Context: an optimization exercise on an open-source flow, tuned for small area, a short achievable clock period and few clock cycles per item. The choices shown serve that exercise and are no tape-out recipe. At most, simulation tests tie the RTL to the original design; equivalence was not proved. The RTL of runs 1 and 8 was laid out without a check of its function.

==> flow/design.v <==
module cell_check (
    input  wire        clk,
    input  wire        rst,
    input  wire        in_valid,
    output wire        in_ready,
    input  wire [31:0] in_data,      
    input  wire [3:0]  in_stream,    
    output reg         res_valid,    
    output reg  [1:0]  res_kind,     
    output reg  [3:0]  res_stream,
    output reg  [15:0] res_lost      
);
    localparam [31:0] POLY_R = 32'hEDB8_8320;    
    localparam [31:0] HC     = 32'h76AD_8866;
    function [31:0] crc_shift32;
        input [31:0] x;
        reg t32, t33, t34, t35, t36, t37, t38, t39, t40, t41, t42, t43, t44, t45, t46, t47, t48, t49, t50, t51, t52, t53, t54, t55, t56, t57, t58, t59, t60, t61, t62, t63, t64, t65, t66, t67, t68, t69, t70, t71, t72, t73, t74, t75, t76, t77, t78, t79, t80, t81, t82, t83, t84, t85, t86, t87, t88, t89, t90, t91, t92, t93, t94, t95, t96, t97, t98, t99, t100, t101, t102;
        begin
            t32 = x[2] ^ x[7];
            t33 = x[0] ^ x[22];
            t34 = x[3] ^ x[6];
            t35 = x[1] ^ x[23];
            t36 = x[4] ^ t33;
            t37 = x[16] ^ x[28];
            t38 = x[11] ^ x[25];
            t39 = x[24] ^ x[30];
            t40 = x[17] ^ x[29];
            t41 = x[18] ^ x[26];
            t42 = x[5] ^ x[31];
            t43 = x[19] ^ x[27];
            t44 = x[14] ^ x[15];
            t45 = x[12] ^ x[13];
            t46 = x[9] ^ x[10];
            t47 = x[5] ^ x[8];
            t48 = x[20] ^ t32;
            t49 = x[3] ^ x[21];
            t50 = t39 ^ t40;
            t51 = x[23] ^ t37;
            t52 = x[7] ^ x[25];
            t53 = x[4] ^ x[11];
            t54 = x[21] ^ t34;
            t55 = x[30] ^ t43;
            t56 = x[13] ^ t41;
            t57 = x[27] ^ t38;
            t58 = t35 ^ t43;
            t59 = x[24] ^ t47;
            t60 = x[0] ^ t45;
            t61 = x[29] ^ x[31];
            t62 = x[9] ^ x[28];
            t63 = x[15] ^ x[24];
            t64 = x[2] ^ x[20];
            t65 = x[10] ^ x[12];
            t66 = x[12] ^ t42;
            t67 = x[26] ^ t46;
            t68 = x[18] ^ t44;
            t69 = x[14] ^ t51;
            t70 = t36 ^ t56;
            t71 = x[8] ^ t48;
            t72 = t34 ^ t36;
            t73 = x[6] ^ t48;
            t74 = x[2] ^ x[28];
            t75 = x[9] ^ x[17];
            t76 = x[10] ^ x[22];
            t77 = x[15] ^ x[25];
            t78 = x[1] ^ x[10];
            t79 = x[4] ^ x[19];
            t80 = x[20] ^ x[31];
            t81 = x[7] ^ t37;
            t82 = x[13] ^ t53;
            t83 = t49 ^ t65;
            t84 = x[17] ^ t42;
            t85 = x[14] ^ t32;
            t86 = x[30] ^ t38;
            t87 = t33 ^ t42;
            t88 = x[8] ^ t62;
            t89 = x[16] ^ t52;
            t90 = x[6] ^ t50;
            t91 = t54 ^ t60;
            t92 = t51 ^ t63;
            t93 = t52 ^ t68;
            t94 = t36 ^ t45;
            t95 = t35 ^ t67;
            t96 = t32 ^ t54;
            t97 = t40 ^ t59;
            t98 = t57 ^ t64;
            t99 = t58 ^ t76;
            t100 = t41 ^ t66;
            t101 = x[14] ^ t55;
            t102 = t53 ^ t73;
            crc_shift32[0] = (t72 ^ (((x[16] ^ x[26]) ^ t35) ^ t71));
            crc_shift32[1] = (((t35 ^ t49) ^ t59) ^ (t75 ^ ((x[27] ^ x[4]) ^ t32)));
            crc_shift32[2] = (t72 ^ (t59 ^ (t74 ^ ((x[18] ^ x[25]) ^ t46))));
            crc_shift32[3] = (t95 ^ ((x[7] ^ (x[29] ^ x[5])) ^ (t79 ^ (t34 ^ t38))));
            crc_shift32[4] = ((((x[26] ^ x[27]) ^ t39) ^ (t47 ^ t65)) ^ t102);
            crc_shift32[5] = (t91 ^ (t88 ^ ((x[7] ^ t42) ^ t57)));
            crc_shift32[6] = (t69 ^ (t60 ^ (t64 ^ ((x[29] ^ x[3]) ^ t46))));
            crc_shift32[7] = ((t50 ^ t82) ^ (t78 ^ (t44 ^ t49)));
            crc_shift32[8] = ((t66 ^ t68) ^ (t86 ^ ((x[16] ^ x[2]) ^ t36)));
            crc_shift32[9] = (t94 ^ (((x[15] ^ x[19]) ^ t84) ^ t71));
            crc_shift32[10] = (((x[9] ^ (x[21] ^ x[5])) ^ t85) ^ t70);
            crc_shift32[11] = ((t47 ^ (t34 ^ t44)) ^ t99);
            crc_shift32[12] = ((x[9] ^ t92) ^ t102);
            crc_shift32[13] = (t97 ^ (t89 ^ (x[0] ^ t83)));
            crc_shift32[14] = (t70 ^ (t86 ^ (t75 ^ (x[8] ^ (x[1] ^ x[6])))));
            crc_shift32[15] = (t100 ^ (t85 ^ (t46 ^ t58)));
            crc_shift32[16] = (t99 ^ (t82 ^ ((x[26] ^ t63) ^ t81)));
            crc_shift32[17] = ((t97 ^ t98) ^ (x[12] ^ t69));
            crc_shift32[18] = (t91 ^ (t50 ^ (t77 ^ (t41 ^ t62))));
            crc_shift32[19] = (t70 ^ (((t61 ^ t78) ^ t89) ^ t101));
            crc_shift32[20] = (t72 ^ (((x[11] ^ t44) ^ t55) ^ (t81 ^ t84)));
            crc_shift32[21] = ((((x[15] ^ x[3]) ^ t33) ^ (t40 ^ t74)) ^ t100);
            crc_shift32[22] = (t71 ^ (t56 ^ ((x[22] ^ x[29]) ^ t55)));
            crc_shift32[23] = (t101 ^ (t88 ^ (t80 ^ ((x[0] ^ x[23]) ^ t49))));
            crc_shift32[24] = (t96 ^ (((x[8] ^ t61) ^ t67) ^ t92));
            crc_shift32[25] = (t98 ^ (t90 ^ t95));
            crc_shift32[26] = ((((x[28] ^ x[31]) ^ t32) ^ (t39 ^ t41)) ^ (t57 ^ t83));
            crc_shift32[27] = (t73 ^ ((t58 ^ t60) ^ (t61 ^ (t37 ^ t38))));
            crc_shift32[28] = ((t90 ^ t94) ^ (x[21] ^ t69));
            crc_shift32[29] = (t93 ^ (t87 ^ ((x[13] ^ t35) ^ t50)));
            crc_shift32[30] = ((((x[22] ^ x[3]) ^ t39) ^ (t79 ^ t80)) ^ t93);
            crc_shift32[31] = ((((x[19] ^ x[1]) ^ t77) ^ t87) ^ t96);
        end
    endfunction
    function [31:0] bswap;
        input [31:0] w;
        bswap = {w[7:0], w[15:8], w[23:16], w[31:24]};
    endfunction
    localparam [1:0] S_W0  = 2'd0,   
                     S_W1  = 2'd1,   
                     S_PRE = 2'd2,   
                     S_DAT = 2'd3;   
    reg  [1:0]  st;
    reg         rdy;         
    reg  [6:0]  wcnt;        
    reg  [31:0] cx;          
    reg         dec;         
    reg  [31:0] acc;         
    wire        take = in_valid & rdy_st;
    wire        last = (wcnt == 7'd66);
    reg         idle;
    reg  [15:0] seq;         
    reg  [3:0]  cs;          
    wire        rdy_st = (st == S_W0) || (st == S_DAT);
    assign in_ready = rdy;
    always @(posedge clk) begin
        if (st == S_W1)
            cx <= ~bswap({5'd0, acc[27:17], acc[7:0], in_data[31:24]});
        else if (st == S_PRE)
            cx <= crc_shift32(cx) ^ bswap(acc);
        else if (st == S_DAT && take)
            cx <= crc_shift32(cx) ^ (last ? ~in_data : bswap(in_data));
        if (st == S_PRE)
            wcnt <= 7'd0;
        else if (take)
            wcnt <= wcnt + 7'd1;
        dec <= 1'b0;
        rdy <= 1'b1;
        if (rst)
            st <= S_W0;
        else begin
            case (st)
            S_W0:
                if (take) begin
                    st  <= S_W1;
                    rdy <= 1'b0;
                end
            S_W1: begin
                rdy <= 1'b0;
                if (in_valid) st <= S_PRE;
            end
            S_PRE: st <= S_DAT;
            default:
                if (take && last) begin
                    st  <= S_W0;
                    dec <= 1'b1;
                end
            endcase
        end
    end
    reg  [16:0] ring [0:15];
    reg  [3:0]  head;
    reg  [15:0] lseq;        
    reg         lsync;
    reg  [3:0]  lid;
    reg         dirty;       
    wire        hit   = (head == lid);
    wire        fetch = (lid != cs) && !dirty && (head == cs);
    integer k;
    always @(posedge clk) begin
        ring[0] <= hit ? {lsync & ~rst, lseq} : {ring[15][16] & ~rst, ring[15][15:0]};
        for (k = 1; k < 16; k = k + 1)
            ring[k] <= {ring[k-1][16] & ~rst, ring[k-1][15:0]};
        head <= rst ? 4'd0 : head + 4'd1;
    end
    reg         dq;          
    wire [15:0] delta = idle ? seq : (lsync ? (lseq ^ seq) : 16'd0);
    wire [31:0] macc  = acc[0] ? ((acc >> 1) ^ POLY_R) : (acc >> 1);
    wire        hwin  = (wcnt[6:4] == 3'd3) || (wcnt == 7'd64);
    wire [3:0]  hcnt  = wcnt[3:0];
    always @(posedge clk) begin
        if (st == S_W0 && take)
            acc <= in_data;
        else if (st == S_DAT && take && hwin) begin
            dq  <= delta[{~hcnt[3], hcnt[2:0]}];
            acc <= (wcnt == 7'd48) ? 32'd0 : (macc ^ (dq ? HC : 32'd0));
        end
    end
    reg         ok_a, ok_b, dec2;
    wire [15:0] expv   = lsync ? lseq : seq;
    wire [15:0] exp1   = expv + 16'd1;
    wire [15:0] seq1   = seq + 16'd1;
    wire [15:0] nseq   = ok_a ? exp1 : seq1;
    wire        kind2  = !idle && !ok_a && ok_b;
    wire        upd    = dec2 && !idle && (ok_a || ok_b);
    always @(posedge clk) begin
        ok_a <= (cx == acc);                   
        ok_b <= (cx == 32'd0);                 
        dec2 <= dec & ~rst;
        if (rst) begin
            lsync <= 1'b0;
            dirty <= 1'b0;
            lid   <= 4'd0;
        end else if (upd) begin
            lseq  <= nseq;
            lsync <= 1'b1;
            dirty <= 1'b1;
        end else if (fetch) begin
            lseq  <= ring[15][15:0];
            lsync <= ring[15][16];
            lid   <= cs;
        end else if (hit)
            dirty <= 1'b0;
        if (st == S_W1 && in_valid) begin
            cs   <= in_stream;
            seq  <= {acc[7:0], in_data[31:24]};
            idle <= (acc[31:28] == 4'd0);
        end
        res_valid  <= dec2 & ~rst;
        res_kind   <= idle ? (ok_a ? 2'd1 : 2'd3) : (ok_a ? 2'd0 : (ok_b ? 2'd2 : 2'd3));
        res_stream <= cs;
        res_lost   <= kind2 ? (seq - lseq) : 16'd0;
    end
endmodule
==> flow/flow/run.sh <==
#!/bin/bash
# Standard layout, with the timing repair aimed further below the clock period
# than the 5 ns SETUP_SLACK_MARGIN allows in config.mk, plain buffers on the
# ports and the clock tree settings below. Make's own output goes to make.log;
# each ORFS step writes its log under orfs/logs/.
set -euo pipefail
bash standard.sh 'BUFFER_PORTS_ARGS=-buffer_cell sky130_fd_sc_hd__buf_4' \
    'CTS_ARGS=-sink_clustering_enable -repair_clock_nets -sink_clustering_size 28 -sink_clustering_max_diameter 70 -buf_list sky130_fd_sc_hd__clkbuf_16 -dont_use_dummy_load' \
    SETUP_SLACK_MARGIN=5.45 finish > make.log 2>&1
==> flow/standard.sh <==
#!/bin/bash
# synth_recipe.tcl (not shown) runs the flow's synth.tcl, then flattens the netlist and writes it again
# the make line also repeats each setting of config.mk as NAME=value (left out here)
make -C /OpenROAD-flow-scripts/flow DESIGN_CONFIG=/design/flow/config.mk WORK_HOME=/design/flow/orfs CLKGATE_MAP_FILE= SYNTH_SCRIPT=/design/flow/synth_recipe.tcl "${@:-finish}"
==> flow/config.mk <==
export PLATFORM = sky130hd
export DESIGN_NAME = cell_check
export DESIGN_NICKNAME = cell_check
export VERILOG_FILES = /design/flow/design.v
export SDC_FILE = /design/flow/constraint.sdc
export NUM_CORES = 4
export LEC_CHECK = 0
export CAP_MARGIN = 20
export CORE_MARGIN = 2
export CORE_UTILIZATION = 40
export PLACE_DENSITY = 0.9
export SLEW_MARGIN = 20
==> flow/constraint.sdc <==
create_clock -name core_clock -period 8.0 [get_ports {clk}]
set_input_delay 1.6000 -clock core_clock [delete_from_list [all_inputs] [get_ports {clk}]]
set_output_delay 1.6000 -clock core_clock [all_outputs]
set_load 0.01 [all_outputs]
==> impl_metrics.tcl, run 1 <==
set metrics [dict create \
    status "finished clean" \
    root_buffer "clkbuf_16" \
    slew_viol_final 0 \
    r2r_cells 7 \
    layout_commonest_cell "dfxtp_1" \
    h-tree-depth 1 \
    grt_overflow_total 0 \
    start_util 0.4027 \
    wl_um 42310 \
    grt_first_pass_wirelength_um 62900 \
    grt_pass1_vias 10640 \
    worst_pin_slew_ns 1.096 \
    final_cell_mix "dfxtp_1 (291), xnor2_1 (200), edfxtp_1 (102)" \
    synth_edf_count 102 \
    period_share 0.3290 \
    ios 63 \
    die_area_um2 43690 \
    synth_nets 1497 \
    syn2layout_area_growth_pct 13.28 \
    cts_tree "built" \
    layout-drive-gt1-share 0.1748 \
    antenna_found_initial 2 \
    drc_errors 0 \
    track_usage 0.1861 \
    routabilityCongestion 0.9363 \
    syn-instance-count 1430 \
    layout_min_cycle_time_ns 2.632 \
    drt_first_pass_iters 6 \
    hold_ws_ns 0.2622 \
    coreArea_um2 41760 \
    clk_path_buf_depth 3 \
    floorplan.die.width_um 209.0 \
    dp_hpwl_um 28220 \
    r2r-start "seq[8]" \
    start_kind "flip-flop" \
    min_path_cells 0 \
    worstPathMaxFanout 6 \
    finalNetCount 1551 \
    cts_buffers 23 \
    worstSetupPathType "flip-flop to flip-flop" \
    end_kind "flip-flop" \
    grt_max_degree 46 \
    rsz0062_at_grt "true" \
    drtIter0Drc 1239 \
    synth_cell_types 66 \
    arrival_ns 3.08 \
    num_vias 11180 \
    setup_viol 0 \
    viasPerCell 5.526 \
    synth_area_um2 16810 \
    portBuffers 62 \
    synthArstFlopShare 0 \
    max_slew_margin 0.2691 \
    ys_seq_elements 421 \
    yosys_warnings 2 \
    rows 75 \
    cp-endpoint "res_lost[13]" \
    clock-sinks 421 \
    fp.dieH_um 209.0 \
    hold_viol_final 0 \
    drv_cap 0 \
    cts_hold_buf 0 \
    utilization 0.4562 \
    finalWorstSetupSlack_ns 5.368 \
    setup_tns_ns 0 \
    clkLatencyLatePin_ns 0.54 \
    avgSynthCellArea_um2 11.76 \
    reg2reg_slack_ns 5.37 \
    skew_ns 0.05602 \
    clkSlewWorstSetupHoldPaths_ns 0.10 \
    pre_cts_slack_ns 4.852 \
    critPathRequiredTime_ns 8.44 \
    synthFlopType "dfxtp_1" \
    wl_per_cell_um 20.91 \
    worst_hold_path_type "flip-flop to flip-flop" \
    startpoint "seq[8]" \
    r2r_end "res_lost[13]" \
    ys_seq_area_frac 0.5619 \
    max_freq_mhz 379.9 \
    ant_nets 0 \
]
-- layer usage --
layer | share of wire | GRT usage | vias to the layer above
met3 | 0.10 | 0.03772 | 210
met1 | 0.39 | 0.2423 | 5299
li1 | - | - | 4950
met5 | 0 | 0 | -
met4 | 0.063 | 0.09089 | 0
met2 | 0.45 | 0.2963 | 720
-- worst min-delay path by stage --
stage                     start           to  slack, ns
global placement    ring[6][14]  ring[7][14]       0.31
detailed placement  ring[8][11]  ring[9][11]       0.31
floorplan            ring[9][0]  ring[10][0]       0.31
CTS                 ring[10][1]  ring[11][1]       0.26
global route        ring[10][1]  ring[11][1]       0.25
finish              ring[10][1]  ring[11][1]       0.26
-- synthesized netlist by cell type (all sizes together) (3+ instances only) --
cell type  number  area share
a211oi         17      0.0082
a21o            7      0.0031
a21oi          46       0.014
a221oi          5      0.0033
a22o           32       0.017
a31oi           5      0.0019
and2            6      0.0024
buf            41       0.015
clkbuf         46       0.010
dfxtp         319        0.38
edfxtp        102        0.18
ha             27       0.020
inv            35      0.0078
mux2            8      0.0054
mux2i          49       0.029
nand2          75       0.017
nand2b         12      0.0045
nand3           9      0.0027
nand4          16      0.0060
nor2           43       0.010
nor2b          36       0.013
nor3           21      0.0063
nor3b           7      0.0038
nor4           22      0.0086
o211ai          5      0.0022
o21a            5      0.0022
o21ai          67       0.020
o21bai          3      0.0013
o311ai         10      0.0052
or2             3      0.0011
or3             3      0.0011
xnor2         218        0.12
xnor3           7      0.0094
xor2          102       0.054
-- worst max-delay path, cell delays in order (launching register included) --
cell      delay, ns
edfxtp_1       0.51
ha_1           0.47
a21oi_2        0.25
o21ba_2        0.16
o21ai_0        0.10
a21o_1         0.22
a211oi_1       0.48
mux2i_1        0.34
-- per-stage QoR --
step / instance area, um2 / std cells
after floorplan: 16980 / 1430
after global placement: 17690 / 1947
after detailed placement: 17690 / 1947
after CTS: 18670 / 1997
after global routing: 19050 / 2023
final: 19050 / 2023
-- logic make-up after synthesis --
group,count (synthesis),share of synthesized area
flops,421,0.5619
xor+xnor,328,0.1835
simple gates,260,0.08007
compound gates,212,0.08304
buf+inv,122,0.03296
mux,59,0.03721
fa+ha+maj,28,0.02128
-- layout make-up --
| type | instances | area [um2] |
|---|---|---|
| inverter | 35 | 131.4 |
| fill | 3575 | 22710 |
| tap | 539 | 674.4 |
| antenna | 2 | 5.005 |
| sequential | 421 | 9487 |
| clock buffer | 23 | 575.6 |
| multi-input combinational | 890 | 7199 |
| timing repair buffer | 113 | 975.9 |
-- what timing repair did --
| action | in CTS | in global routing |
|---|---|---|
| gates resized for setup | 62 | 39 |
| setup buffers | 24 | 24 |
| gates cloned | 3 | 0 |
| endpoints found under the setup margin | 140 | 75 |
| pin swaps | 9 | 12 |
-- registers in the layout, summed over array words and instances, names as in the netlist, 2 cells and up --
register	count
acc	32
head	4
ring	272
cs	4
cx	32
st	2
lid	4
res_kind	2
lseq	16
res_stream	4
seq	16
res_lost	16
wcnt	7
==> run 2, diff against run 1 <==
--- a/flow/design.v
+++ b/flow/design.v
@@ -230,7 +230,7 @@
             lid   <= cs;
         end else if (hit)
             dirty <= 1'b0;
-        if (st == S_W1 && in_valid) begin
+        if (st == S_PRE) begin
             cs   <= in_stream;
             seq  <= {acc[7:0], in_data[31:24]};
             idle <= (acc[31:28] == 4'd0);
--- a/flow/config.mk
+++ b/flow/config.mk
@@ -8,5 +8,4 @@
 export CAP_MARGIN = 20
 export CORE_MARGIN = 2
 export CORE_UTILIZATION = 40
-export PLACE_DENSITY = 0.9
 export SLEW_MARGIN = 20
==> impl_metrics.tcl, run 2 <==
set metrics [dict create \
    synthFlopType "dfxtp_1" \
    num_vias 10270 \
    dp_hpwl_um 27430 \
    grt_overflow_total 0 \
    clkLatencyLatePin_ns 0.56 \
    grt_first_pass_wirelength_um 60210 \
    slowest_delay_ns 0.34 \
    period_share 0.3265 \
    critPathRequiredTime_ns 6.40 \
    syn2layout_area_growth_pct 14.60 \
    start_util 0.4041 \
    arrival_ns 1.01 \
    critPathTopFamily "flip-flops" \
    drv_cap 0 \
    register_area_um2 9487 \
    drc_errors 0 \
    layout_min_cycle_time_ns 2.612 \
    path_buf_inv 1 \
    ys_seq_area_frac 0.5753 \
    cts_buffers 22 \
    yosys_warnings 2 \
    hold_viol_final 0 \
    yosys.area.top_type "dfxtp_1" \
    worst_pin_slew_ns 0.8547 \
    ys_seq_elements 421 \
    track_usage 0.1867 \
    startpoint "res_lost[9]" \
    setup_viol 0 \
    die_area_um2 42700 \
    rsz0062_at_grt "true" \
    portBuffers 62 \
    worstSetupPathType "flip-flop to output port" \
    viasPerCell 5.121 \
    h-tree-depth 1 \
    wl_um 39890 \
    synth_area_um2 16420 \
    ys_top_cells_by_count "dfxtp_1 (319), xnor2_1 (226), xor2_1 (106), edfxtp_1 (102), o21ai_0 (74)" \
    nFillCells 3750 \
    end_kind "output port" \
    setup_tns_ns 0 \
    root_buffer "clkbuf_16" \
    largest_registers "ring (272), acc (32), cx (32)" \
    grt_pass1_vias 9829 \
    worst_hold_path_type "flip-flop to flip-flop" \
    drtIter0Drc 819 \
    routabilityCongestion 0.8954 \
    antenna_cells 0 \
    worstPathCellList "buf_6" \
    multi_input_area_um2 7027 \
    wl_per_cell_um 19.89 \
    drt_first_pass_iters 5 \
    layout-drive-gt1-share 0.1704 \
    synth.most_common_cell "dfxtp_1" \
    layout_commonest_cell "dfxtp_1" \
    final_cell_mix "dfxtp_1 (293), xnor2_1 (208), edfxtp_1 (102)" \
    synth_nets 1494 \
    start_kind "flip-flop" \
    r2r-start "seq[0]" \
    ios 63 \
    max_slew_margin 0.4302 \
    floorplan.die.width_um 206.6 \
    utilization 0.4631 \
    synth_top_area_share 0.3888 \
    largest_reg_flops 272 \
    finalNetCount 1542 \
    max_freq_mhz 382.8 \
    cts_hold_buf 0 \
    synth_cell_types 53 \
    ant_nets 0 \
    slew_viol_final 0 \
    rows 74 \
    slowest_stage "dfxtp_2" \
    holdCritStartpoint "ring[0][11]" \
    clkSlewWorstSetupHoldPaths_ns 0.10 \
    synthArstFlopShare 0 \
    clock-sinks 421 \
    worstPathMaxFanout 1 \
    antenna_found_initial 1 \
    syn-instance-count 1427 \
    largest_register "ring" \
    synth_edf_count 102 \
    fp.dieH_um 206.6 \
    cts_tree "built" \
    synthTopCellsByArea "dfxtp_1 (39%), edfxtp_1 (19%), xnor2_1 (12%)" \
    clk_path_buf_depth 3 \
    avgSynthCellArea_um2 11.51 \
    status "finished clean" \
    grt_max_degree 96 \
    coreArea_um2 40650 \
    skew_ns 0.07144 \
]
==> run 2: cell types whose count changed after synthesis, sizes merged, moves of 10 or more <==
| cell | previous run | this run |
|---|---|---|
| o21ai | 67 | 78 |
| a21oi | 46 | 57 |
| buf | 41 | 29 |
| nor2b | 36 | 24 |
| o311ai | 10 | 0 |
| nor2 | 43 | 62 |
| clkbuf | 46 | 59 |
==> run 2: what timing repair did <==
item / 4_1_cts / 5_1_grt
pin swaps: 7 / 26
endpoints found under the hold margin: 0 / 0
endpoints found under the setup margin: 108 / 93
gates resized for setup: 82 / 46
buffers inserted: 13 / 23
gates cloned: 4 / 2
==> run 2: per-layer routing <==
| metal | GRT usage | routed length (um) | vias to the layer above |
|---|---|---|---|
| met3 | 0.02763 | 2110 | 70 |
| met2 | 0.2967 | 18040 | 306 |
| met5 | 0 | 0 | - |
| li1 | - | - | 4887 |
| met1 | 0.2585 | 18290 | 5005 |
| met4 | 0.06862 | 1448 | 0 |
==> run 2: path summary, 6_finish.rpt <==
kind / end / depth (start not counted) / slack [ns]
worst max-delay path: res_lost[9] / 1 / 5.39
worst min register to register: ring[1][11] / 0 / 0.28
worst min-delay path: ring[1][11] / 0 / 0.28
worst max register to register: res_lost[10] / 11 / 5.45
==> run 2: metrics by stage <==
stage | worst slack (ns) | area (um2) | hold WS, ns | instances
after floorplan | 5.337 | 16610 | 0.3096 | 1427
after CTS | 5.353 | 18380 | 0.2858 | 1980
after global routing | 5.322 | 18820 | 0.2852 | 2005
after detailed placement | 4.736 | 17380 | 0.3121 | 1941
after global placement | 4.483 | 17380 | 0.3105 | 1941
final | 5.388 | 18820 | 0.2825 | 2005
==> run 2: kinds of logic after synthesis <==
group | after synthesis | synth area share
buffers and inverters | 118 | 0.03017
xor gates and xnor gates | 335 | 0.1808
adders and majority gates | 28 | 0.02179
DFF | 421 | 0.5753
and+or+nand+nor | 258 | 0.07702
muxes | 52 | 0.03367
AOI/OAI and AO/OA | 215 | 0.08128
==> run 2: final cells by class <==
| cell class | count | area share |
|---|---|---|
| multi-input cells | 892 | 0.3733 |
| inverters | 30 | 0.005982 |
| clock buffers | 22 | 0.02925 |
| well taps | 532 | 0.03536 |
| flip-flops and latches | 421 | 0.5040 |
| repair buffers | 108 | 0.05211 |
Testbench counts of run 2, summed over its fixed seeds: cycles 89,624, cells 1,280.
==> run 3, diff against run 2 <==
--- a/flow/design.v
+++ b/flow/design.v
@@ -207,9 +207,7 @@
     end
     reg         ok_a, ok_b, dec2;
     wire [15:0] expv   = lsync ? lseq : seq;
-    wire [15:0] exp1   = expv + 16'd1;
-    wire [15:0] seq1   = seq + 16'd1;
-    wire [15:0] nseq   = ok_a ? exp1 : seq1;
+    wire [15:0] nseq   = ((ok_a && lsync) ? lseq : seq) + 16'd1;
     wire        kind2  = !idle && !ok_a && ok_b;
     wire        upd    = dec2 && !idle && (ok_a || ok_b);
     always @(posedge clk) begin
@@ -230,7 +228,7 @@
             lid   <= cs;
         end else if (hit)
             dirty <= 1'b0;
-        if (st == S_PRE) begin
+        if (st == S_W1 && in_valid) begin
             cs   <= in_stream;
             seq  <= {acc[7:0], in_data[31:24]};
             idle <= (acc[31:28] == 4'd0);
==> impl_metrics.tcl, run 3 <==
set metrics [dict create \
    cts_buffers 21 \
    pre_cts_slack_ns 4.825 \
    antenna_cells 0 \
    rsz0062_at_grt "true" \
    grt_max_degree 68 \
    grt_pass1_vias 9792 \
    floorplan.die.width_um 206.3 \
    start_util 0.4029 \
    fp.dieH_um 206.3 \
    wl_per_cell_um 20.26 \
    hold_viol_final 0 \
    root_buffer "clkbuf_16" \
    synth_top_area_share 0.3900 \
    layout-drive-gt1-share 0.1533 \
    clk_path_buf_depth 3 \
    dp_hpwl_um 28150 \
    ios 63 \
    worstPathMaxFanout 1 \
    num_vias 10190 \
    synth_cell_types 59 \
    placed_area_um2 17230 \
    end_kind "output port" \
    worst_hold_path_type "flip-flop to flip-flop" \
    slew_viol_final 0 \
    largest_reg_flops 272 \
    drt_first_pass_iters 5 \
    antenna_found_initial 0 \
    min_path_cells 0 \
    setup_viol 0 \
    period_share 0.3235 \
    cts_tree "built" \
    max_slew_margin 0.2477 \
    max_freq_mhz 386.4 \
    drtIter0Drc 897 \
    wl_um 40530 \
    syn-instance-count 1417 \
    critPathRequiredTime_ns 6.40 \
    ys_seq_elements 421 \
    layout_commonest_cell "dfxtp_1" \
    critPathTopFamily "flip-flops" \
    final_cell_mix "dfxtp_1 (291), xnor2_1 (207), xor2_1 (109)" \
    largest_register "ring" \
    hold_ws_ns 0.3134 \
    synthFlopType "dfxtp_1" \
    coreArea_um2 40650 \
    grt_first_pass_wirelength_um 59770 \
    path_buf_inv 1 \
    start_kind "flip-flop" \
    synth_area_um2 16380 \
    postLayoutCellArea_um2 18510 \
    yosys_warnings 2 \
    cts_hold_buf 0 \
    h-tree-depth 1 \
    drc_errors 0 \
    worst_pin_slew_ns 1.128 \
    clkSlewWorstSetupHoldPaths_ns 0.10 \
    largest_registers "ring (272), acc (32), cx (32)" \
    nFillCells 3718 \
    worstPathCellList "buf_6" \
    syn2layout_area_growth_pct 13.02 \
    synth_edf_count 102 \
    cp.depth 1 \
    ys_top_cells_by_count "dfxtp_1 (319), xnor2_1 (214), xor2_1 (114), edfxtp_1 (102), nand2_1 (75)" \
    ant_nets 0 \
    viasPerCell 5.095 \
    die_area_um2 42570 \
    layout_min_cycle_time_ns 2.588 \
    finalNetCount 1537 \
    drv_cap 0 \
    synthTopCellsByArea "dfxtp_1 (39%), edfxtp_1 (19%), xnor2_1 (11%)" \
    synth.most_common_cell "dfxtp_1" \
    setup_tns_ns 0 \
    slowest_stage "dfxtp_2" \
    rows 74 \
    finalWorstSetupSlack_ns 5.412 \
    clkLatencyLatePin_ns 0.54 \
    r2r_cells 6 \
    ys_seq_area_frac 0.5770 \
    clock-sinks 421 \
    track_usage 0.1885 \
    avgSynthCellArea_um2 11.56 \
    synthArstFlopShare 0 \
    skew_ns 0.06766 \
    slowest_delay_ns 0.34 \
    worstSetupPathType "flip-flop to output port" \
    routabilityCongestion 0.9179 \
    yosys.area.top_type "dfxtp_1" \
    synth_nets 1484 \
    arrival_ns 0.99 \
    portBuffers 62 \
    grt_overflow_total 0 \
    status "finished clean" \
]
-- run 3: layout make-up --
| type | count | area (um2) | area share |
|---|---|---|---|
| multi-input combinational | 883 | 6736 | 0.3640 |
| tap | 532 | 665.6 | 0.03597 |
| timing repair buffer | 112 | 972.2 | 0.05253 |
| inverter | 31 | 116.4 | 0.006287 |
| sequential | 421 | 9492 | 0.5128 |
| clock buffer | 21 | 525.5 | 0.02839 |
-- run 3: through the flow --
step,utilization,std cells
after floorplan,-,1417
after global placement,0.4239,1930
after detailed placement,0.4239,1930
after CTS,0.4465,1968
after global routing,0.4553,2000
final,0.4553,2000
-- run 3: logic make-up (layout without fill, tap and decap cells) --
group                    after synthesis  in the layout  synth area share
flip-flops                           421            421            0.5770
XOR/XNOR                             331            331            0.1788
AND/OR/NAND/NOR                      252            255           0.07518
AO/OA/AOI/OAI                        214            214           0.08076
buffers and inverters                116            164           0.03026
multiplexers                          55             55           0.03614
adder cells (fa/ha/maj)               28             28           0.02185
-- run 3: path summary, 6_finish.rpt --
check	from	endpoint	slack [ns]
worst max-delay path	res_kind[0]	res_kind[0]	5.41
worst min-delay path	ring[4][9]	ring[5][9]	0.31
worst max register to register	cx[19]	cx[22]	5.48
worst min register to register	ring[4][9]	ring[5][9]	0.31
-- run 3: timing repair --
| item | CTS | global route |
|---|---|---|
| resized for setup | 68 | 28 |
| setup endpoints to repair | 106 | 59 |
| pin swaps | 5 | 8 |
| gates cloned | 2 | 1 |
| buffers inserted | 15 | 30 |
-- run 3: per-layer routing --
layer / global-route usage / vias to the layer above / share of wire
li1: - / 4838 / -
met1: 0.2497 / 4883 / 0.43
met2: 0.3039 / 377 / 0.45
met3: 0.03091 / 91 / 0.063
met4: 0.08240 / 0 / 0.050
met5: 0 / - / 0
Testbench counts of run 3, summed over its fixed seeds: cycles 89,624, cells 1,280.
==> run 4, diff against run 3 <==
--- a/flow/flow/run.sh
+++ b/flow/flow/run.sh
@@ -4,6 +4,6 @@
 # ports and the clock tree settings below. Make's own output goes to make.log;
 # each ORFS step writes its log under orfs/logs/.
 set -euo pipefail
-bash standard.sh 'BUFFER_PORTS_ARGS=-buffer_cell sky130_fd_sc_hd__buf_4' \
+bash standard.sh 'BUFFER_PORTS_ARGS=-buffer_cell sky130_fd_sc_hd__buf_2' \
     'CTS_ARGS=-sink_clustering_enable -repair_clock_nets -sink_clustering_size 28 -sink_clustering_max_diameter 70 -buf_list sky130_fd_sc_hd__clkbuf_16 -dont_use_dummy_load' \
     SETUP_SLACK_MARGIN=5.45 finish > make.log 2>&1
==> impl_metrics.tcl, run 4 <==
set metrics [dict create \
    status "finished clean" \
    startpoint "rdy" \
    avgSynthCellArea_um2 11.56 \
    layout_commonest_cell "dfxtp_1" \
    multi_input_area_um2 6799 \
    yosys_warnings 2 \
    largest_registers "ring (272), acc (32), cx (32)" \
    num_vias 10040 \
    r2r_cells 6 \
    cp.depth 1 \
    drt_first_pass_iters 5 \
    largest_reg_flops 272 \
    antenna_cells 0 \
    synthFlopType "dfxtp_1" \
    synth_compound_area_frac 0.08076 \
    synthXorXnorAreaFrac 0.1788 \
    wl_um 39050 \
    r2r-start "cx[17]" \
    floorplan.die.width_um 206.3 \
    slew_viol_final 0 \
    worst_hold_path_type "flip-flop to flip-flop" \
    antenna_found_initial 0 \
    critPathRequiredTime_ns 6.40 \
    ys_seq_elements 421 \
    portBuffers 62 \
    path_buf_inv 1 \
    synthArstFlopShare 0 \
    clkSlewWorstSetupHoldPaths_ns 0.10 \
    min_path_cells 0 \
    root_buffer "clkbuf_16" \
    slowest_delay_ns 0.34 \
    synthTopCellsByArea "dfxtp_1 (39%), edfxtp_1 (19%), xnor2_1 (11%)" \
    hold_viol_final 0 \
    synth_top_family_by_area "XOR/XNOR gates" \
    critPathTopFamily "flip-flops" \
    ant_nets 0 \
    rsz0062_at_grt "true" \
    die_area_um2 42570 \
    synth_top_area_share 0.3900 \
    coreArea_um2 40650 \
    ios 63 \
    worstSetupPathType "flip-flop to output port" \
    final_cell_mix "dfxtp_1 (304), xnor2_1 (203), xor2_1 (108)" \
    grt_max_degree 68 \
    max_freq_mhz 386.2 \
    track_usage 0.1838 \
    clkLatencyLatePin_ns 0.54 \
    ys_seq_area_frac 0.5770 \
    cts_buffers 21 \
    layout_min_cycle_time_ns 2.589 \
    clock-sinks 421 \
    start_kind "flip-flop" \
    grt_first_pass_wirelength_um 58660 \
    synth.most_common_cell "dfxtp_1" \
    worstPathMaxFanout 1 \
    register_area_um2 9475 \
    start_util 0.4029 \
    cts_tree "built" \
    drc_errors 0 \
    largest_register "ring" \
    cts_hold_buf 0 \
    grt_overflow_total 0 \
    slowest_stage "dfxtp_2" \
    arrival_ns 0.99 \
    nFillCells 3743 \
    setup_tns_ns 0 \
    worstPathCellList "buf_6" \
    worst_pin_slew_ns 0.8519 \
    synth_edf_count 102 \
    syn2layout_area_growth_pct 12.01 \
    yosys.area.top_type "dfxtp_1" \
    viasPerCell 5.030 \
    final_cells 1996 \
    setup_viol 0 \
    finalNetCount 1533 \
    synth_mux_area_frac 0.03614 \
    synth_adder_area_share 0.02185 \
    period_share 0.3236 \
    ys_top_cells_by_count "dfxtp_1 (319), xnor2_1 (214), xor2_1 (114), edfxtp_1 (102), nand2_1 (75)" \
    clk_path_buf_depth 3 \
    synth_area_um2 16380 \
    wl_per_cell_um 19.56 \
    grt_pass1_vias 9693 \
    h-tree-depth 1 \
    synthSimpleGateAreaFrac 0.07518 \
    routabilityCongestion 0.8980 \
    skew_ns 0.06738 \
    dp_hpwl_um 27690 \
    drv_cap 0 \
    end_kind "output port" \
    synth_nets 1484 \
    max_slew_margin 0.4321 \
    holdCritStartpoint "ring[0][4]" \
    rows 74 \
    drtIter0Drc 832 \
    fp.dieH_um 206.3 \
    placed_cells 1930 \
    layout-drive-gt1-share 0.1475 \
    syn-instance-count 1417 \
    synth_cell_types 59 \
]
-- run 4: changes by cell type in the layout (fill, tap and decap cells not counted), sizes merged --
| cell | previous run | this run |
|---|---|---|
| nand2 | 76 | 75 |
| buf | 112 | 109 |
-- run 4: stage by stage --
step	setup slack [ns]	hold WS [ns]	utilization	instance area, um2
finish	5.411	0.3168	0.4513	18340
global route	5.360	0.3246	0.4513	18340
global placement	4.780	0.3105	0.4201	17070
floorplan	5.366	0.3096	-	16480
CTS	5.376	0.3213	0.4399	17880
detailed placement	4.757	0.3121	0.4202	17080
-- run 4: area by class of cell --
| class | count | share of cell area |
|---|---|---|
| Inverter | 31 | 0.006344 |
| Multi-Input combinational cell | 882 | 0.3707 |
| Sequential cell | 421 | 0.5166 |
| Timing Repair Buffer | 109 | 0.04147 |
| Tap cell | 532 | 0.03629 |
| Clock buffer | 21 | 0.02865 |
-- run 4: layer usage --
layer,wire length (um),GRT usage
met1,17330,0.2422
met2,17490,0.2941
met3,2317,0.03564
met4,1907,0.07959
met5,0,0
-- run 4: kinds of logic after synthesis --
| group | Yosys count |
|---|---|
| AND/OR/NAND/NOR | 252 |
| adder cells (fa/ha/maj) | 28 |
| buffers and inverters | 116 |
| AO/OA/AOI/OAI | 214 |
| multiplexers | 55 |
| flip-flops | 421 |
| XOR/XNOR | 331 |
-- run 4: final timing paths --
path	to	slack, ns
max	in_ready	5.41
min	ring[1][4]	0.32
max reg2reg	cx[13]	5.47
min reg2reg	ring[1][4]	0.32
-- run 4: timing repair --
item | CTS | global route
pin swaps | 3 | 12
endpoints found under the hold margin | 0 | 0
setup endpoints to repair | 106 | 75
buffers inserted | 9 | 34
gates cloned | 1 | 1
resized for setup | 41 | 39
==> run 5, diff against run 4 <==
--- a/flow/flow/run.sh
+++ b/flow/flow/run.sh
@@ -4,6 +4,6 @@
 # ports and the clock tree settings below. Make's own output goes to make.log;
 # each ORFS step writes its log under orfs/logs/.
 set -euo pipefail
-bash standard.sh 'BUFFER_PORTS_ARGS=-buffer_cell sky130_fd_sc_hd__buf_2' \
+bash standard.sh 'BUFFER_PORTS_ARGS=-buffer_cell sky130_fd_sc_hd__buf_1' \
     'CTS_ARGS=-sink_clustering_enable -repair_clock_nets -sink_clustering_size 28 -sink_clustering_max_diameter 70 -buf_list sky130_fd_sc_hd__clkbuf_16 -dont_use_dummy_load' \
     SETUP_SLACK_MARGIN=5.45 finish > make.log 2>&1
==> impl_metrics.tcl, run 5 <==
set metrics [dict create \
    synth_nets 1484 \
    layout_min_cycle_time_ns 2.591 \
    viasPerCell 5.117 \
    track_usage 0.1868 \
    utilization 0.4486 \
    yosys_warnings 2 \
    synth_area_um2 16380 \
    drtIter0Drc 896 \
    yosys.area.top_type "dfxtp_1" \
    ys_top_cells_by_count "dfxtp_1 (319), xnor2_1 (214), xor2_1 (114), edfxtp_1 (102), nand2_1 (75)" \
    max_freq_mhz 386.0 \
    slowest_delay_ns 0.34 \
    root_buffer "clkbuf_16" \
    holdPathEnd "ring[1][4]" \
    grt_first_pass_wirelength_um 59540 \
    final_cell_mix "dfxtp_1 (306), xnor2_1 (204), xor2_1 (108)" \
    finalWorstSetupSlack_ns 5.409 \
    clkSlewWorstSetupHoldPaths_ns 0.10 \
    ios 63 \
    h-tree-depth 1 \
    critPathTopFamily "flip-flops" \
    period_share 0.3238 \
    layout-drive-gt1-share 0.1174 \
    grt_pass1_vias 9844 \
    antenna_cells 0 \
    syn-instance-count 1417 \
    slowest_stage "dfxtp_2" \
    rows 74 \
    routabilityCongestion 0.9338 \
    antenna_found_initial 1 \
    r2r_cells 6 \
    path_buf_inv 1 \
    fp.dieH_um 206.3 \
    clock-sinks 421 \
    cts_tree "built" \
    start_kind "flip-flop" \
    setup_tns_ns 0 \
    min_path_cells 0 \
    grt_max_degree 68 \
    ys_seq_elements 421 \
    worstSetupPathType "flip-flop to output port" \
    synth_top_area_share 0.3900 \
    die_area_um2 42570 \
    skew_ns 0.03364 \
    end_kind "output port" \
    dp_hpwl_um 27920 \
    clk_path_buf_depth 3 \
    layout_commonest_cell "dfxtp_1" \
    pre_cts_slack_ns 4.819 \
    grt_overflow_total 0 \
    synthTopCellsByArea "dfxtp_1 (39%), edfxtp_1 (19%), xnor2_1 (11%)" \
    synth_edf_count 102 \
    synth.most_common_cell "dfxtp_1" \
    drt_first_pass_iters 5 \
    critPathRequiredTime_ns 6.40 \
    reg2reg_slack_ns 5.51 \
    holdCritStartpoint "ring[0][4]" \
    status "finished clean" \
    arrival_ns 0.99 \
    drv_cap 0 \
    ant_nets 0 \
    synthArstFlopShare 0 \
    r2r_end "cx[20]" \
    syn2layout_area_growth_pct 11.35 \
    max_slew_margin 0.4473 \
    drc_errors 0 \
    wl_per_cell_um 20.04 \
    worst_hold_path_type "flip-flop to flip-flop" \
    synth_cell_types 59 \
    hold_ws_ns 0.2998 \
    cts_buffers 21 \
    synthFlopType "dfxtp_1" \
    floorplan.die.width_um 206.3 \
    hold_viol_final 0 \
    setup_viol 0 \
    worstPathCellList "buf_6" \
    ys_seq_area_frac 0.5770 \
    r2r-start "cx[19]" \
    portBuffers 62 \
    num_vias 10180 \
    rsz0062_at_grt "true" \
    finalNetCount 1526 \
    largest_register "ring" \
    largest_reg_flops 272 \
    clkLatencyLatePin_ns 0.54 \
    largest_registers "ring (272), acc (32), cx (32)" \
    nFillCells 3734 \
    avgSynthCellArea_um2 11.56 \
    worstPathMaxFanout 1 \
    slew_viol_final 0 \
    wl_um 39870 \
    start_util 0.4029 \
    worst_pin_slew_ns 0.8291 \
    coreArea_um2 40650 \
]
run 5: worst max path at each step:
stage	slack, ns	to	cells past startpoint	from
global placement	4.83	cx[25]	6	in_data[25]
detailed placement	4.82	cx[25]	6	in_data[25]
global route	5.36	res_valid	1	res_valid
CTS	5.37	res_lost[0]	1	res_lost[0]
floorplan	5.37	acc[0]	4	in_valid
finish	5.41	res_lost[0]	1	res_lost[0]
run 5: repair_timing:
action                     4_1_cts  5_1_grt
setup endpoints to repair       88      104
hold buffers                     0        0
pin swaps                        5        7
gates cloned                     2        2
resized for setup               63       41
buffers inserted                14       18
run 5: per-stage QoR:
step,cell area [um2],cells
after floorplan,16480,1417
after global placement,17010,1932
after detailed placement,17010,1932
after CTS,17880,1969
after global routing,18240,1989
final,18240,1989
run 5: metal layers:
metal	part of all wire	track usage	wire length [um]	vias to the layer above
met2	0.46	0.3038	18150	397
met4	0.031	0.05230	1223	2
li1	-	-	-	4822
met1	0.44	0.2544	17610	4869
met5	0.00025	0	10	-
met3	0.072	0.03437	2877	87
run 5: logic make-up after synthesis:
logic type / count (synthesis) / share of synthesized area
and+or+nand+nor: 252 / 0.07518
adders and majority gates: 28 / 0.02185
xor gates and xnor gates: 331 / 0.1788
DFF: 421 / 0.5770
AOI/OAI and AO/OA: 214 / 0.08076
muxes: 55 / 0.03614
buffers and inverters: 116 / 0.03026
run 5: layout make-up:
type / instances / area (um2) / share of cell area
clock buffers: 21 / 525.5 / 0.02882
inverters: 31 / 116.4 / 0.006381
multi-input cells: 884 / 6807 / 0.3733
flip-flops and latches: 421 / 9473 / 0.5195
well taps: 532 / 665.6 / 0.03650
repair buffers: 100 / 648.1 / 0.03554
==> run 6, diff against run 5 <==
--- a/flow/flow/run.sh
+++ b/flow/flow/run.sh
@@ -6,4 +6,4 @@
 set -euo pipefail
 bash standard.sh 'BUFFER_PORTS_ARGS=-buffer_cell sky130_fd_sc_hd__buf_1' \
     'CTS_ARGS=-sink_clustering_enable -repair_clock_nets -sink_clustering_size 28 -sink_clustering_max_diameter 70 -buf_list sky130_fd_sc_hd__clkbuf_16 -dont_use_dummy_load' \
-    SETUP_SLACK_MARGIN=5.45 finish > make.log 2>&1
+    SETUP_SLACK_MARGIN=5.4 finish > make.log 2>&1
==> impl_metrics.tcl, run 6 <==
set metrics [dict create \
    status "finished clean" \
    yosys.area.top_type "dfxtp_1" \
    slowest_stage "dfxtp_1" \
    synth.most_common_cell "dfxtp_1" \
    antenna_found_initial 0 \
    fp.dieH_um 206.3 \
    worst_pin_slew_ns 0.9122 \
    routabilityCongestion 0.9520 \
    final_cells 1993 \
    cts_tree "built" \
    wl_um 40020 \
    drtIter0Drc 919 \
    synthArstFlopShare 0 \
    largest_registers "ring (272), acc (32), cx (32)" \
    synth_mux_area_frac 0.03614 \
    synth_cell_types 59 \
    syn-instance-count 1417 \
    layout_min_cycle_time_ns 2.590 \
    cts_hold_buf 0 \
    placed_cells 1932 \
    dp_hpwl_um 27690 \
    avgSynthCellArea_um2 11.56 \
    rows 74 \
    final_cell_mix "dfxtp_1 (309), xnor2_1 (206), xor2_1 (109)" \
    finalNetCount 1530 \
    worstPathMaxFanout 1 \
    cts_buffers 22 \
    grt_first_pass_wirelength_um 59290 \
    ys_top_cells_by_count "dfxtp_1 (319), xnor2_1 (214), xor2_1 (114), edfxtp_1 (102), nand2_1 (75)" \
    grt_pass1_vias 9878 \
    synthXorXnorAreaFrac 0.1788 \
    path_buf_inv 1 \
    hold_viol_final 0 \
    ant_nets 0 \
    grt_overflow_total 0 \
    synth_adder_area_share 0.02185 \
    synth_top_area_share 0.3900 \
    synth_top_family_by_area "XOR/XNOR gates" \
    slowest_delay_ns 0.32 \
    setup_tns_ns 0 \
    layout_commonest_cell "dfxtp_1" \
    worstSetupPathType "flip-flop to output port" \
    floorplan.die.width_um 206.3 \
    synth_compound_area_frac 0.08076 \
    layout-drive-gt1-share 0.1136 \
    critPathTopFamily "flip-flops" \
    synthTopCellsByArea "dfxtp_1 (39%), edfxtp_1 (19%), xnor2_1 (11%)" \
    synth_nets 1484 \
    synthFlopType "dfxtp_1" \
    ios 63 \
    placed_area_um2 16990 \
    ys_seq_area_frac 0.5770 \
    h-tree-depth 1 \
    drc_errors 0 \
    drv_cap 0 \
    ys_seq_elements 421 \
    period_share 0.3237 \
    clock-sinks 421 \
    syn2layout_area_growth_pct 11.16 \
    clkSlewWorstSetupHoldPaths_ns 0.10 \
    start_kind "flip-flop" \
    start_util 0.4029 \
    largest_register "ring" \
    synthSimpleGateAreaFrac 0.07518 \
    coreArea_um2 40650 \
    yosys_warnings 2 \
    root_buffer "clkbuf_16" \
    max_slew_margin 0.3918 \
    reg2reg_slack_ns 5.45 \
    synth_area_um2 16380 \
    setup_viol 0 \
    num_vias 10160 \
    slew_viol_final 0 \
    drt_first_pass_iters 5 \
    wl_per_cell_um 20.08 \
    synth_edf_count 102 \
    critPathRequiredTime_ns 6.40 \
    clkLatencyLatePin_ns 0.55 \
    grt_max_degree 68 \
    antenna_cells 0 \
    die_area_um2 42570 \
    end_kind "output port" \
    track_usage 0.1855 \
    viasPerCell 5.096 \
    worst_hold_path_type "flip-flop to flip-flop" \
    arrival_ns 0.99 \
    max_freq_mhz 386.1 \
    skew_ns 0.08369 \
    largest_reg_flops 272 \
    postLayoutCellArea_um2 18200 \
    worstPathCellList "buf_2" \
    rsz0062_at_grt "true" \
    clk_path_buf_depth 3 \
    portBuffers 62 \
]
-- run 6: cell counts after synthesis --
Identical to the previous run, type by type.
-- run 6: cell type report --
class                   count  area [um2]
repair buffers            103       630.6
flip-flops and latches    421        9467
clock buffers              22       550.5
well taps                 532       665.6
fillers                  3765       22440
multi-input cells         884        6773
inverters                  31       116.4
-- run 6: timing repair --
item | CTS | global route
pin swaps | 3 | 14
cloned | 1 | 3
endpoints found under the setup margin | 87 | 91
resized for setup | 55 | 41
setup buffers | 9 | 26
-- run 6: logic make-up (layout without fill, tap and decap cells) --
| group | after synthesis | in the layout |
|---|---|---|
| adder cells (fa/ha/maj) | 28 | 28 |
| AO/OA/AOI/OAI | 214 | 214 |
| XOR/XNOR | 331 | 331 |
| multiplexers | 55 | 55 |
| buffers and inverters | 116 | 156 |
| AND/OR/NAND/NOR | 252 | 256 |
| flip-flops | 421 | 421 |
-- run 6: per-stage QoR --
stage          setup slack, ns  hold slack [ns]  utilization
2_1_floorplan            5.366           0.3096            -
3_3_place_gp             4.757           0.3103       0.4178
3_5_place_dp             4.667           0.3121       0.4180
4_1_cts                  5.372           0.2761       0.4378
5_1_grt                  5.334           0.2774       0.4478
6_report                 5.410           0.2926       0.4478
-- run 6: layer usage --
layer  up-vias  wire length (um)  global-route usage
li1       4827                 -                   -
met1      4817             17240              0.2462
met2       410             17950              0.2973
met3       102              3087             0.03705
met4         0              1741             0.07245
met5         -                 0                   0
-- run 6: worst paths after layout --
kind | start | endpoint | cells past startpoint
max | res_lost[1] | res_lost[1] | 1
min reg2reg | ring[6][0] | ring[7][0] | 0
max reg2reg | seq[0] | res_lost[14] | 11
min | ring[6][0] | ring[7][0] | 0
==> run 7, diff against run 6 <==
--- a/flow/design.v
+++ b/flow/design.v
@@ -206,7 +206,6 @@
         end
     end
     reg         ok_a, ok_b, dec2;
-    wire [15:0] expv   = lsync ? lseq : seq;
     wire [15:0] nseq   = ((ok_a && lsync) ? lseq : seq) + 16'd1;
     wire        kind2  = !idle && !ok_a && ok_b;
     wire        upd    = dec2 && !idle && (ok_a || ok_b);
@@ -228,8 +227,11 @@
             lid   <= cs;
         end else if (hit)
             dirty <= 1'b0;
+        if (rst)
+            cs   <= 4'd0;            
+        else if (st == S_W1 && in_valid)
+            cs   <= in_stream;
         if (st == S_W1 && in_valid) begin
-            cs   <= in_stream;
             seq  <= {acc[7:0], in_data[31:24]};
             idle <= (acc[31:28] == 4'd0);
         end
--- a/flow/flow/run.sh
+++ b/flow/flow/run.sh
@@ -6,4 +6,4 @@
 set -euo pipefail
 bash standard.sh 'BUFFER_PORTS_ARGS=-buffer_cell sky130_fd_sc_hd__buf_1' \
     'CTS_ARGS=-sink_clustering_enable -repair_clock_nets -sink_clustering_size 28 -sink_clustering_max_diameter 70 -buf_list sky130_fd_sc_hd__clkbuf_16 -dont_use_dummy_load' \
-    SETUP_SLACK_MARGIN=5.4 finish > make.log 2>&1
+    SETUP_SLACK_MARGIN=5.45 finish > make.log 2>&1
==> impl_metrics.tcl, run 7 <==
set metrics [dict create \
    finalNetCount 1564 \
    track_usage 0.1851 \
    use_met3 0.03014 \
    worstPathCellList "buf_6" \
    nFillCells 3757 \
    cts_buffers 24 \
    synth_nets 1510 \
    clkSlewWorstSetupHoldPaths_ns 0.09 \
    drt_first_pass_iters 5 \
    h-tree-depth 1 \
    critPathRequiredTime_ns 6.40 \
    portBuffers 62 \
    yosys.area.top_type "dfxtp_1" \
    ys_top_cells_by_count "dfxtp_1 (323), xnor2_1 (223), xor2_1 (115), edfxtp_1 (98), nand2_1 (85)" \
    layout_min_cycle_time_ns 2.609 \
    wl_per_cell_um 20.01 \
    start_kind "flip-flop" \
    drc_errors 0 \
    rsz0062_at_grt "true" \
    ys_seq_area_frac 0.5709 \
    synthFlopType "dfxtp_1" \
    final_cell_mix "dfxtp_1 (309), xnor2_1 (210), xor2_1 (109)" \
    setup_tns_ns 0 \
    ios 63 \
    die_area_um2 42840 \
    start_util 0.4046 \
    antenna_cells 0 \
    cts_tree "built" \
    placed_cells 1951 \
    antenna_found_initial 0 \
    layout_commonest_cell "dfxtp_1" \
    worst_pin_slew_ns 0.8838 \
    arrival_ns 1.01 \
    period_share 0.3261 \
    clkLatencyLatePin_ns 0.57 \
    largest_register "ring" \
    synthTopCellsByArea "dfxtp_1 (39%), edfxtp_1 (18%), xnor2_1 (12%)" \
    path_buf_inv 1 \
    hold_viol_final 0 \
    synth_edf_count 98 \
    avgSynthCellArea_um2 11.42 \
    largest_registers "ring (272), acc (32), cx (32)" \
    end_kind "output port" \
    status "finished clean" \
    synth_top_area_share 0.3923 \
    layout-drive-gt1-share 0.1418 \
    synth.most_common_cell "dfxtp_1" \
    routabilityCongestion 0.9091 \
    drv_cap 0 \
    max_slew_margin 0.4108 \
    synthArstFlopShare 0 \
    num_vias 10390 \
    drtIter0Drc 808 \
    met2_usage 0.2921 \
    slowest_stage "dfxtp_2" \
    slew_viol_final 0 \
    wl_um 40570 \
    largest_reg_flops 272 \
    utilization 0.4603 \
    ys_seq_elements 421 \
    rows 74 \
    syn2layout_area_growth_pct 13.78 \
    grt_first_pass_wirelength_um 59480 \
    critPathTopFamily "flip-flops" \
    synth_area_um2 16480 \
    grt.busiest_layer "met2" \
    clock-sinks 421 \
    root_buffer "clkbuf_16" \
    worst_hold_path_type "flip-flop to flip-flop" \
    clk_path_buf_depth 3 \
    grtUsageMet1 0.2589 \
    slowest_delay_ns 0.33 \
    final_cells 2027 \
    skew_ns 0.08717 \
    ant_nets 0 \
    synth_cell_types 54 \
    coreArea_um2 40740 \
    yosys_warnings 2 \
    grt_pass1_vias 9780 \
    syn-instance-count 1443 \
    worstSetupPathType "flip-flop to output port" \
    grt_max_degree 88 \
    max_freq_mhz 383.4 \
    floorplan.die.width_um 207.0 \
    viasPerCell 5.127 \
    fp.dieH_um 207.0 \
    setup_viol 0 \
    worstPathMaxFanout 1 \
    dp_hpwl_um 27880 \
    grt_overflow_total 0 \
]
[run 7: cell types whose count changed after synthesis, sizes merged, moves of 7 or more]
cell | previous run | this run
a21oi | 63 | 51
nor3b | 4 | 11
nand2 | 75 | 85
buf | 27 | 37
o21ai | 70 | 56
mux2i | 49 | 38
nor2 | 70 | 79
clkbuf | 58 | 51
xnor2 | 215 | 223
[run 7: worst paths after layout]
| path | endpoint | depth (start not counted) | from | slack, ns |
|---|---|---|---|---|
| setup / recovery | res_lost[10] | 1 | res_lost[10] | 5.39 |
| hold / removal | ring[2][8] | 0 | ring[1][8] | 0.28 |
| setup reg to reg | cx[15] | 10 | wcnt[0] | 5.47 |
| hold reg to reg | ring[2][8] | 0 | ring[1][8] | 0.28 |
[run 7: cell families after synthesis]
kind of cell,Yosys count,share of synthesized area
flops,421,0.5709
xor+xnor,338,0.1796
simple gates,294,0.08715
compound gates,197,0.07880
buf+inv,119,0.03128
mux,46,0.03059
fa+ha+maj,28,0.02171
[run 7: final cells by class]
type / instances / area, um2 / share of cell area
multi-input cells: 908 / 7154 / 0.3815
repair buffers: 111 / 775.7 / 0.04137
flip-flops and latches: 421 / 9434 / 0.5031
inverters: 31 / 122.6 / 0.006539
well taps: 532 / 665.6 / 0.03550
clock buffers: 24 / 600.6 / 0.03203
[run 7: metal layers]
metal,vias up,part of all wire
met4,0,0.032
met3,88,0.074
met5,-,0
li1,4933,-
met1,4946,0.45
met2,426,0.44
[run 7: what timing repair did]
| action | 4_1_cts | 5_1_grt |
|---|---|---|
| gates resized for setup | 73 | 50 |
| setup endpoints to repair | 141 | 105 |
| hold buffers | 0 | 0 |
| cloned | 4 | 1 |
| buffers inserted | 12 | 35 |
| pin swaps | 4 | 12 |
[run 7: per-stage QoR]
step | area [um2] | setup slack [ns] | hold slack [ns]
floorplan | 16750 | 5.346 | 0.3096
global placement | 17210 | 4.582 | 0.3102
detailed placement | 17230 | 4.658 | 0.3121
CTS | 18220 | 5.318 | 0.2836
global route | 18750 | 5.337 | 0.2884
finish | 18750 | 5.391 | 0.2782
Testbench counts of run 7, summed over its fixed seeds: cycles 89,624, cells 1,280.
==> run 8, diff against run 7 <==
--- a/flow/design.v
+++ b/flow/design.v
@@ -206,7 +206,10 @@
         end
     end
     reg         ok_a, ok_b, dec2;
-    wire [15:0] nseq   = ((ok_a && lsync) ? lseq : seq) + 16'd1;
+    wire [15:0] expv   = lsync ? lseq : seq;
+    wire [15:0] exp1   = expv + 16'd1;
+    wire [15:0] seq1   = seq + 16'd1;
+    wire [15:0] nseq   = ok_a ? exp1 : seq1;
     wire        kind2  = !idle && !ok_a && ok_b;
     wire        upd    = dec2 && !idle && (ok_a || ok_b);
     always @(posedge clk) begin
@@ -227,11 +230,8 @@
             lid   <= cs;
         end else if (hit)
             dirty <= 1'b0;
-        if (rst)
-            cs   <= 4'd0;            
-        else if (st == S_W1 && in_valid)
+        if (st == S_W1 && in_valid) begin
             cs   <= in_stream;
-        if (st == S_W1 && in_valid) begin
             seq  <= {acc[7:0], in_data[31:24]};
             idle <= (acc[31:28] == 4'd0);
         end
==> flow/flow/run.sh (replaced) <==
#!/bin/bash
# Standard layout, with the timing repair aimed further below the clock period
# than the 5 ns SETUP_SLACK_MARGIN allows in config.mk, plain buffers on the
# ports and the clock tree settings below. Make's own output goes to make.log;
# each ORFS step writes its log under orfs/logs/.
set -euo pipefail
bash standard.sh 'BUFFER_PORTS_ARGS=-buffer_cell sky130_fd_sc_hd__buf_4' \
    'CTS_ARGS=-sink_clustering_enable -repair_clock_nets -sink_clustering_size 28 -sink_clustering_max_diameter 70 -buf_list sky130_fd_sc_hd__clkbuf_16 -dont_use_dummy_load -sink_clustering_levels 1' \
    SETUP_SLACK_MARGIN=5.45 finish > make.log 2>&1
==> impl_metrics.tcl, run 8 <==
set metrics [dict create \
    avgSynthCellArea_um2 11.76 \
    yosys.area.top_type "dfxtp_1" \
    ant_nets 0 \
    path_buf_inv 1 \
    synth_area_um2 16810 \
    yosys_warnings 2 \
    h-tree-depth 1 \
    drc_errors 0 \
    multi_input_area_um2 7121 \
    start_kind "flip-flop" \
    wl_per_cell_um 20.42 \
    ys_top_cells_by_count "dfxtp_1 (319), xnor2_1 (208), edfxtp_1 (102), xor2_1 (100), nand2_1 (74)" \
    max_freq_mhz 381.4 \
    critPathRequiredTime_ns 6.40 \
    slowest_stage "dfxtp_2" \
    clk_path_buf_depth 3 \
    synth_top_area_share 0.3798 \
    viasPerCell 5.200 \
    nFillCells 3783 \
    layout_commonest_cell "dfxtp_1" \
    setup_tns_ns 0 \
    largest_registers "ring (272), acc (32), cx (32)" \
    ios 63 \
    wl_um 41060 \
    drt_first_pass_iters 5 \
    synth.most_common_cell "dfxtp_1" \
    synth_nets 1497 \
    fp.dieH_um 209.0 \
    die_area_um2 43690 \
    antenna_found_initial 1 \
    period_share 0.3278 \
    placed_area_um2 17710 \
    finalNetCount 1541 \
    cts_hold_buf 0 \
    clkLatencyLatePin_ns 0.56 \
    rsz0062_at_grt "true" \
    skew_ns 0.05341 \
    root_buffer "clkbuf_16" \
    final_cell_mix "dfxtp_1 (294), xnor2_1 (200), edfxtp_1 (102)" \
    floorplan.die.width_um 209.0 \
    portBuffers 62 \
    synth_cell_types 66 \
    arrival_ns 1.02 \
    worst_hold_path_type "flip-flop to flip-flop" \
    grt_max_degree 89 \
    track_usage 0.1881 \
    grt_first_pass_wirelength_um 62710 \
    clkSlewWorstSetupHoldPaths_ns 0.10 \
    num_vias 10460 \
    setup_viol 0 \
    start_util 0.4027 \
    rows 75 \
    worst_pin_slew_ns 0.9310 \
    worstPathMaxFanout 1 \
    routabilityCongestion 0.9176 \
    register_area_um2 9483 \
    grt_overflow_total 0 \
    layout_min_cycle_time_ns 2.622 \
    largest_register "ring" \
    critPathTopFamily "flip-flops" \
    status "finished clean" \
    end_kind "output port" \
    synthTopCellsByArea "dfxtp_1 (38%), edfxtp_1 (18%), xnor2_1 (11%)" \
    antenna_cells 0 \
    worstSetupPathType "flip-flop to output port" \
    hold_ws_ns 0.2858 \
    synthFlopType "dfxtp_1" \
    drtIter0Drc 832 \
    worstPathCellList "buf_6" \
    slowest_delay_ns 0.34 \
    cts_buffers 25 \
    final_cells 2011 \
    placed_cells 1949 \
    ys_seq_area_frac 0.5619 \
    hold_viol_final 0 \
    synth_edf_count 102 \
    cts_tree "built" \
    layout-drive-gt1-share 0.1596 \
    syn-instance-count 1430 \
    coreArea_um2 41760 \
    postLayoutCellArea_um2 18950 \
    clock-sinks 421 \
    syn2layout_area_growth_pct 12.72 \
    slew_viol_final 0 \
    synthArstFlopShare 0 \
    largest_reg_flops 272 \
    ys_seq_elements 421 \
    drv_cap 0 \
    grt_pass1_vias 10220 \
    dp_hpwl_um 28380 \
    max_slew_margin 0.3793 \
]
==> run 8: area by class of cell <==
| cell class | count | area share |
|---|---|---|
| Inverter | 35 | 0.006931 |
| Sequential cell | 421 | 0.5003 |
| Clock buffer | 25 | 0.03301 |
| Tap cell | 539 | 0.03558 |
| Timing Repair Buffer | 102 | 0.04852 |
| Multi-Input combinational cell | 889 | 0.3757 |
==> run 8: logic make-up (layout without fill, tap and decap cells) <==
family                     after synthesis  after routing  synth area share
DFF                                    421            421            0.5619
xor gates and xnor gates               328            328            0.1835
and+or+nand+nor                        260            261           0.08007
AOI/OAI and AO/OA                      212            213           0.08304
buffers and inverters                  122            162           0.03296
muxes                                   59             59           0.03721
adders and majority gates               28             28           0.02128
==> run 8: final timing paths <==
kind | slack (ns) | from | cells past startpoint | to
setup / recovery | 5.38 | rdy | 1 | in_ready
hold reg to reg | 0.29 | ring[0][11] | 0 | ring[1][11]
setup reg to reg | 5.48 | cx[13] | 8 | cx[27]
hold / removal | 0.29 | ring[0][11] | 0 | ring[1][11]
==> run 8: routing by layer <==
metal | vias up | global-route usage | part of all wire
li1 | 4921 | - | -
met1 | 5011 | 0.2602 | 0.45
met2 | 403 | 0.2928 | 0.44
met3 | 122 | 0.02810 | 0.067
met4 | 0 | 0.08399 | 0.046
met5 | - | 0 | 0
==> run 8: stage by stage <==
| stage | setup WS [ns] | utilization |
|---|---|---|
| CTS | 5.351 | 0.4487 |
| detailed placement | 4.829 | 0.4241 |
| global route | 5.340 | 0.4539 |
| finish | 5.378 | 0.4539 |
| global placement | 4.876 | 0.4239 |
| floorplan | 5.353 | - |
==> run 8: timing repair <==
action,in CTS,in global routing
endpoints found under the setup margin,142,67
setup buffers,22,13
resized for setup,60,26
cloned,2,0
pin swaps,8,4

static timing again, ports no longer ideal:
Ports are ideal in the flow. The routed layouts listed here were re-timed in OpenROAD.
Step 1, drivers: a clkbuf_16 drives clk and a buf_2 each remaining input, both assumed.
Step 2, shift: input delay + t, output delay - t, t = (earliest + latest rising clock arrival at the registers) / 2. This alone moves slack from input paths to output paths.
a / b / c = no drivers / after step 1 / after step 2; a / b = the first two.
run	t (ns)	slack for setup (ns)	latest minus earliest clock arrival (ns)	slew at the worst register clock pin (ns)	worst data-port slew with drivers (ns)
run 1	0.574	5.368 / 5.345 / 4.916	0.064 / 0.063	0.10 / 0.10	0.10
run 2	0.576	5.388 / 5.338 / 4.882	0.078 / 0.078	0.10 / 0.10	0.07
run 3	0.551	5.412 / 5.364 / 4.987	0.068 / 0.068	0.10 / 0.10	0.05
run 4	0.557	5.411 / 5.360 / 4.979	0.067 / 0.068	0.10 / 0.10	0.04
run 5	0.574	5.409 / 5.359 / 4.875	0.037 / 0.037	0.10 / 0.10	0.06
run 6	0.556	5.410 / 5.359 / 4.884	0.084 / 0.084	0.10 / 0.10	0.05
run 7	0.580	5.391 / 5.337 / 4.932	0.087 / 0.087	0.10 / 0.10	0.05
run 8	0.596	5.378 / 5.320 / 4.920	0.055 / 0.056	0.10 / 0.10	0.06
After both steps setup and hold are still met in every run listed. The setup slack of run 5, which loses most, moves by -0.050 ns with the drivers and by -0.534 ns with both steps.
